This design comes from an exercise in tuning for small area, a short achievable clock period and few clock cycles on the open sky130 flow, not from production work. Function was checked by simulation only, so behaviour that the tests miss may differ from the original. No activity file was given, so power comes from the tool's default toggle rates.

Setup of lane 3:
Design cvu, start of the top module:
module cvu (
    input  wire        clk,
    input  wire        rst,       
    input  wire        req,
    input  wire        we,
    input  wire [3:0]  addr,      
    input  wire [31:0] wdata,
    output wire        ready,
    output reg         rvalid,
    output reg  [31:0] rdata
);
Size: about 8,400 cells after synthesis, ~640 flip-flops.
export LEC_CHECK = 0
export CAP_MARGIN = 30
export CORE_MARGIN = 2
export CORE_UTILIZATION = 30
export PLACE_DENSITY = 0.5
export SLEW_MARGIN = 30
create_clock -name core_clock -period 24.0 [get_ports {clk}]
standard.sh (not shown) runs the stock make flow with config.mk's settings and CLKGATE_MAP_FILE= SYNTH_SCRIPT=/design/flow/synth_recipe.tcl, a recipe that flattens the netlist after the stock synthesis.
==> flow/flow/run.sh <==
#!/bin/bash
# Standard ORFS layout with two changes to how it is made (constraints are
# unchanged): the port buffers are buf_4 rather than the flow's default pick,
# and the repair_timing after CTS works towards a setup slack of
# SETUP_SLACK_MARGIN instead of 0.  Global and detailed routing then run as
# standard.
set -euo pipefail
PORTS="BUFFER_PORTS_ARGS=-buffer_cell sky130_fd_sc_hd__buf_4"
bash standard.sh "$PORTS" SETUP_SLACK_MARGIN=18 cts > orfs_make_cts.log 2>&1
bash standard.sh "$PORTS" finish > orfs_make_finish.log 2>&1
Testbench counts of lane 3, summed over its fixed seeds: cycles 3,538.
Setup changes, lane 3 to lane 4
diff --git a/flow/design.v b/flow/design.v
--- a/flow/design.v
+++ b/flow/design.v
@@ -76,34 +76,34 @@
         lo_hold = ({32{s_phi && plh_ok}} & poly_lo_hold)
                 | ({32{s_ihi && ilh_ok}} & init_lo_hold)
                 | ({32{s_vhi && vlh_ok}} & value_lo_hold);
     end
     wire [63:0] hi_val = {s_d, lo_hold} & mask;
     reg  [63:0] va_rev;
     always @* begin
         for (i = 0; i < 64; i = i + 1)
             va_rev[i] = va[63 - i];
     end
-    reg         l_va, l_rev_in, l_poly, l_init;
-    reg  [5:0]  l_amt;
     reg  [63:0] l_in;
+    reg  [5:0]  l_amt;
     always @* begin
-        if (l_va)
-            l_in = va;
-        else if (l_rev_in)
-            l_in = va_rev;
-        else if (l_poly)
-            l_in = poly_ok ? poly : 64'd0;
-        else if (l_init)
-            l_in = init_ok ? init_v : 64'd0;
-        else
-            l_in = hi_val;
+        if (conv_l) begin
+            l_in = va;           l_amt = va_want;
+        end else if (conv || s_rd) begin
+            l_in = va_rev;       l_amt = va_sh;       
+        end else if (s_cfg) begin
+            l_in = poly_ok ? poly : 64'd0;   l_amt = ~s_d[5:0];
+        end else if (s_ctrl) begin
+            l_in = init_ok ? init_v : 64'd0; l_amt = va_want;
+        end else begin
+            l_in = hi_val;       l_amt = s_phi ? ~width : va_want;
+        end
     end
     wire [63:0] l_out = l_in << l_amt;
     reg  [63:0] l_rev;
     always @* begin
         for (i = 0; i < 64; i = i + 1)
             l_rev[i] = l_out[63 - i];
     end
     wire [63:0] result = (reflect ? va_rev : l_rev) ^ (finv ? mask : 64'd0);
     reg  [31:0] vtop, mb;
     always @* begin
@@ -225,51 +225,33 @@
     wire       refout_n = w_cfg ? s_d[9] : refout;
     wire [5:0] width_n  = w_cfg ? s_d[5:0] : width;
     wire [5:0] va_sh_n  = (w_ctrl || w_vhi || conv_l) ? va_want : conv_r ? 6'd0 : va_sh;
     wire [5:0] va_want_n = mode_n ? 6'd0 : ~width_n;
     wire       canon_n  = va_sh_n == va_want_n;
     wire [1:0] bc_n     = (w_cfg || w_phi) ? 2'd3 : boot ? bc - 2'd1 : 2'd0;
     wire       boot_n   = w_cfg || w_phi || bc[1];
     wire       feed_blk_n = !canon_n || (!mode_n && boot_n);
     wire       res_blk_n  = !canon_n && !mode_n && refout_n;
     wire       stay     = s_v && !exec;
-    wire       reflect_n = !mode_n && refout_n;
     wire       in_feed = we && (addr == A_DATA8 || addr == A_DATA16 || addr == A_DATA32);
     wire       in_res  = !we && addr == A_RES_LO;
     reg  [31:0] in_bits, in_d;
     always @* begin
         for (i = 0; i < 32; i = i + 1)
             in_bits[i] = (refin_n || mode_n) ? wdata[i] : wdata[(i & ~7) + 7 - (i & 7)];
         case (addr)
             A_DATA8:  in_d = {in_bits[7:0], 24'd0};
             A_DATA16: in_d = {in_bits[15:0], 16'd0};
             A_DATA32: in_d = in_bits;
             default:  in_d = wdata;
         endcase
     end
-    wire       nf_rd   = acc ? !we : s_rd;
-    wire       nf_cfg  = acc ? (we && addr == A_CFG) : s_cfg;
-    wire       nf_ctrl = acc ? (we && addr == A_CTRL && wdata[0]) : s_ctrl;
-    wire       nf_phi  = acc ? (we && addr == A_POLY_HI) : s_phi;
-    wire       nf_feed = acc ? in_feed : s_feed;
-    wire       nf_res  = acc ? in_res : s_res;
-    wire [5:0] nd_w    = acc ? in_d[5:0] : s_d[5:0];
-    wire       conv_nx  = (nf_feed || (nf_res && reflect_n)) && !canon_n;
-    wire       convl_nx = conv_nx && va_sh_n == 6'd0;
-    wire       l_va_n   = convl_nx;
-    wire       l_rev_n  = !convl_nx && (conv_nx || nf_rd);
-    wire       l_poly_n = !conv_nx && !nf_rd && nf_cfg;
-    wire       l_init_n = !conv_nx && !nf_rd && !nf_cfg && nf_ctrl;
-    wire [5:0] l_amt_n  = convl_nx ? va_want_n
-                        : (conv_nx || nf_rd) ? va_sh_n
-                        : nf_cfg ? ~nd_w
-                        : nf_phi ? ~width_n : va_want_n;
     wire [31:0] minv_start = {25'd0, l_out[63] ^ l_out[61], 1'b0,
                               l_out[63] ^ l_out[62], 1'b0, l_out[63], 1'b0, 1'b1};
     always @(posedge clk) begin
         if (acc) begin
             s_a    <= addr;
             s_d    <= in_d;
             s_feed <= in_feed;
             s_t8   <= addr == A_DATA8;
             s_t16  <= addr == A_DATA16;
             s_rd   <= !we;
@@ -291,50 +273,40 @@
             refout        <= 1'b0;
             finv          <= 1'b0;
             mode          <= 1'b0;
             poly_ok       <= 1'b0;
             init_ok       <= 1'b0;
             pa            <= 64'd0;
             va            <= 64'd0;
             va_sh         <= 6'd32;
             canon         <= 1'b1;
             va_sh0        <= 1'b0;
-            l_va          <= 1'b0;
-            l_rev_in      <= 1'b0;
-            l_poly        <= 1'b0;
-            l_init        <= 1'b0;
-            l_amt         <= 6'd0;
             minv          <= 32'd1;
             bc            <= 2'd0;
             boot          <= 1'b0;
             plh_ok        <= 1'b0;
             ilh_ok        <= 1'b0;
             vlh_ok        <= 1'b0;
             s_v           <= 1'b0;
             ready_r       <= 1'b1;
         end else begin
             if (acc)
                 s_v <= 1'b1;
             else if (exec)
                 s_v <= 1'b0;
             ready_r <= !((((acc && in_feed) || (stay && s_feed)) && feed_blk_n)
                       || (((acc && in_res) || (stay && !s_feed)) && res_blk_n));
             bc    <= bc_n;
             boot  <= boot_n;
             va_sh <= va_sh_n;
             canon <= canon_n;
             va_sh0 <= va_sh_n == 6'd0;
-            l_va     <= l_va_n;
-            l_rev_in <= l_rev_n;
-            l_poly   <= l_poly_n;
-            l_init   <= l_init_n;
-            l_amt    <= l_amt_n;
             if (w_cfg || w_phi)
                 minv <= minv_start;
             else if (bc == 2'd1)
                 minv <= prod;
             else if (boot)
                 minv <= prod_sq;
             if (w_cfg) begin
                 width  <= s_d[5:0];
                 refin  <= s_d[8];
                 refout <= s_d[9];
==> run summary <==
Lane 4 vs. lane 3: post-detailed-routing wire length went down; clock latency reported for the late side of the worst-skew pair did not really move; global placer's final weighted congestion went up. In lane 4 the final routed wire length divided by cell count turned out 5.5% lower than in lane 3. NOTE: met1 layer usage reported by global route in lane 4 falls short of that of lane 3. Sequential cell count of lane 4 falls short of that of lane 3 slightly. For the final worst setup slack, lane 4 came in 0.31 ns lower than lane 3 did. Count of flip-flops with a built-in enable after synthesis is higher on lane 4. Summary: with lane 3 as the reference, clock-buffer cell count in lane 4 moved down by more than 10%. Combinational fraction of design power: lane 3 and lane 4 compared, higher one is lane 4. met3 track demand over resource in global routing ended up 1.1 points lower on lane 4 than on lane 3. Relative to lane 3, count of clock tree sinks has decreased by 10 in lane 4.
Testbench counts of lane 4, summed over its fixed seeds: cycles 3,538.

separate check: timing with driven ports:
In the flow no input, the clock included, has a driving cell. The finished layouts below were timed again as built, in two steps.
Step 1 assumes that a clkbuf_16 drives the clock port and a buf_2 every other input.
Step 2, shift: input delay + t, output delay - t, t = (earliest + latest rising clock arrival at the registers) / 2. This alone moves slack from input paths to output paths.
Three values: ideal ports, drivers, drivers and shift; two values: the first two.
run | t (ns) | setup WS [ns] | worst hold slack (ns) | clock arrival spread, ns | worst data-port slew with drivers (ns)
lane 3 | 0.800 | 17.568 / 17.568 / 17.064 | 0.474 / 0.474 / 0.474 | 0.074 / 0.074 | 0.12
lane 4 | 0.801 | 17.262 / 17.262 / 17.195 | 0.447 / 0.447 / 0.447 | 0.081 / 0.081 | 0.22
After both steps every run listed still meets setup and hold. The setup slack of lane 3, which loses most, moves by 0.000 ns with the drivers and by -0.504 ns with both steps.
